From an optimization exercise on the open Yosys and OpenROAD flow, aimed at small area, a short achievable clock period and few clock cycles per item; shortcuts taken in it are not production practice. In this exercise RTL edits were held to simulation tests only and were not proved equivalent to the original.

==> run a <==
==> flow/design.v <==
module div_unit (
    input  wire        clk,
    input  wire        rst,           
    input  wire        in_valid,
    output wire        in_ready,
    input  wire [63:0] in_a,          
    input  wire [63:0] in_b,          
    input  wire        in_signed,
    input  wire        in_w32,
    output reg         out_valid,
    output wire [63:0] out_q,         
    output wire [63:0] out_r,         
    output wire        out_z,
    output wire        out_n,
    output wire        out_c,
    output wire        out_v
);
    reg         busy;
    reg  [4:0]  cnt;
    reg  [63:0] a;           
    reg  [63:0] r;           
    reg  [63:0] qd;          
    reg         cin;         
    reg         sgn, w32, nega, qneg, dz;
    assign in_ready = ~busy;
    wire        x_neg  = in_signed & (in_w32 ? in_a[31] : in_a[63]);
    wire [63:0] x_mag  = x_neg ? (~in_a + 64'd1) : in_a;
    wire [63:0] a_init = in_w32 ? {x_mag[31:0], 32'd0} : x_mag;
    wire        d_neg  = in_signed & (in_w32 ? in_b[31] : in_b[63]);
    wire [63:0] d_ext  = in_w32 ? {{32{d_neg}}, in_b[31:0]} : in_b;
    wire [67:0] p  = {2'b00, r, a[63:62]};
    wire [67:0] m1 = {4'b1111, qd};
    wire [67:0] m2 = {3'b111, qd, cin};
    wire [67:0] s1 = p + m1 + {67'd0, cin};
    wire [67:0] s2 = p + m2 + {67'd0, cin};
    wire [67:0] cs_s = p ^ m1 ^ m2;
    wire [67:0] cs_c = (p & m1) | (p & m2) | (m1 & m2);
    wire [67:0] s3 = cs_s + {cs_c[66:0], cin} + {67'd0, cin};
    wire        d1 = ~s1[67];
    wire        d2 = ~s2[67];
    wire        d3 = ~s3[67];
    wire [63:0] r_nx = d3 ? s3[63:0] : d2 ? s2[63:0] : d1 ? s1[63:0] : p[63:0];
    wire [1:0]  qdig = {d2, d3 | (d1 & ~d2)};
    wire        last = (cnt[3:0] == 4'd15) & (w32 | cnt[4]);
    wire [63:0] q_full = dz ? 64'hFFFF_FFFF_FFFF_FFFF : (qneg ? (~a + 64'd1) : a);
    wire [63:0] r_full = nega ? (~r + 64'd1) : r;
    wire        q_ovf  = sgn & (w32 ? (qneg ? (a[31] & (a[30:0] != 31'd0)) : a[31])
                                    : (qneg ? (a[63] & (a[62:0] != 63'd0)) : a[63]));
    assign out_q = w32 ? {{32{sgn & q_full[31]}}, q_full[31:0]} : q_full;
    assign out_r = w32 ? {{32{sgn & r_full[31]}}, r_full[31:0]} : r_full;
    assign out_z = (r == 64'd0);
    assign out_n = out_q[63];
    assign out_c = dz;
    assign out_v = dz | q_ovf;
    always @(posedge clk) begin
        if (busy) begin
            a   <= {a[61:0], qdig};
            r   <= r_nx;
            cnt <= cnt + 5'd1;
        end else begin
            a    <= a_init;
            r    <= 64'd0;
            cnt  <= 5'd0;
            qd   <= d_neg ? d_ext : ~d_ext;
            cin  <= ~d_neg;
            dz   <= (d_ext == 64'd0);
            sgn  <= in_signed;
            w32  <= in_w32;
            nega <= x_neg;
            qneg <= x_neg ^ d_neg;
        end
    end
    always @(posedge clk) begin
        if (rst) begin
            busy      <= 1'b0;
            out_valid <= 1'b0;
        end else begin
            out_valid <= busy & last;
            if (busy)
                busy <= ~last;
            else
                busy <= in_valid;
        end
    end
endmodule
==> flow/run.sh <==
#!/bin/bash
# synth_recipe.tcl (not shown) runs the flow's synth.tcl, then flattens the netlist and writes it again
# the make line also repeats each setting of config.mk as NAME=value (left out here)
make -C /OpenROAD-flow-scripts/flow DESIGN_CONFIG=/design/flow/config.mk WORK_HOME=/design/flow/orfs CLKGATE_MAP_FILE= SYNTH_SCRIPT=/design/flow/synth_recipe.tcl finish
==> flow/config.mk <==
export PLATFORM = sky130hd
export DESIGN_NAME = div_unit
export DESIGN_NICKNAME = div_unit
export VERILOG_FILES = /design/flow/design.v
export SDC_FILE = /design/flow/constraint.sdc
export NUM_CORES = 4
export LEC_CHECK = 0
export CAP_MARGIN = 20
export CORE_MARGIN = 2
export CORE_UTILIZATION = 40
export PLACE_DENSITY = 0.6
export SLEW_MARGIN = 20
==> flow/constraint.sdc <==
create_clock -name core_clock -period 11.5 [get_ports {clk}]
set_input_delay 2.3000 -clock core_clock [delete_from_list [all_inputs] [get_ports {clk}]]
set_output_delay 2.3000 -clock core_clock [all_outputs]
set_load 0.01 [all_outputs]
==> run b (differences from run a) <==
==> flow/flow/run.sh (new file) <==
#!/bin/bash
set -euo pipefail
export SETUP_SLACK_MARGIN=7
bash standard.sh > standard.log 2>&1
==> flow/standard.sh (new file) <==
#!/bin/bash
# synth_recipe.tcl (not shown) runs the flow's synth.tcl, then flattens the netlist and writes it again
# the make line also repeats each setting of config.mk as NAME=value (left out here)
make -C /OpenROAD-flow-scripts/flow DESIGN_CONFIG=/design/flow/config.mk WORK_HOME=/design/flow/orfs CLKGATE_MAP_FILE= SYNTH_SCRIPT=/design/flow/synth_recipe.tcl "${@:-finish}"
removed: flow/run.sh
==> run summary <==
| item | run a | run b |
|---|---|---|
| Area after DPL | 0.02939 mm2 | 0.03014 mm2 |
| Met2 routed wirelength | 43060 um | 47340 um |
| Signal buffers | 288 | 490 |
| Post-cts sizing count | 0 | 688 |
| Sequential share of cell area | 15.91% | 13.97% |
| Met1 demand-to-capacity share in global routing | 42.04% | 42.23% |
| Worst hold slack across all endpoints | 0.4368 ns | 0.4324 ns |
| Layout-stage area growth over the synthesis result | 15.41% | 33.54% |
| Commonest non-fill, non-tap cell in the layout | sky130_fd_sc_hd__o21ai_0 | sky130_fd_sc_hd__a21oi_1 |
| Final Cycle Share | 66.11% | 58.72% |
| Clock Network Area Fraction | 2.716% | 2.573% |
| Status | finished clean | finished clean |
| Length in cells of the worst reg-to-reg path | 15 | 13 |
| CLK BUF | 31 | 33 |
Testbench counts of run a, summed over its fixed seeds: cycles 200,728, divs 8,000.
Testbench counts of run b, summed over its fixed seeds: cycles 200,728, divs 8,000.

## separate check: timing with driven ports
The results above use ideal ports. As a check the final layouts listed here were re-extracted and re-timed, cells and wires unchanged. Step 1 assumes that a clkbuf_16 drives the clock port and a buf_2 every other input. Step 2 times the ports against the registers' clock, not the clock port: input delays grow and output delays shrink by t, the midpoint of the rising clock arrivals with the driver on. a / b / c = ideal / step 1 / step 2; a / b = the first two.
| run | shift t [ns] | setup WS [ns] | worst hold slack (ns) |
|---|---|---|---|
| run a | 0.589 | 3.897 / 3.839 / 4.429 | 0.437 / 0.437 / 0.437 |
| run b | 0.619 | 4.747 / 4.690 / 5.309 | 0.432 / 0.432 / 0.432 |
After both steps every run listed still meets setup and hold.
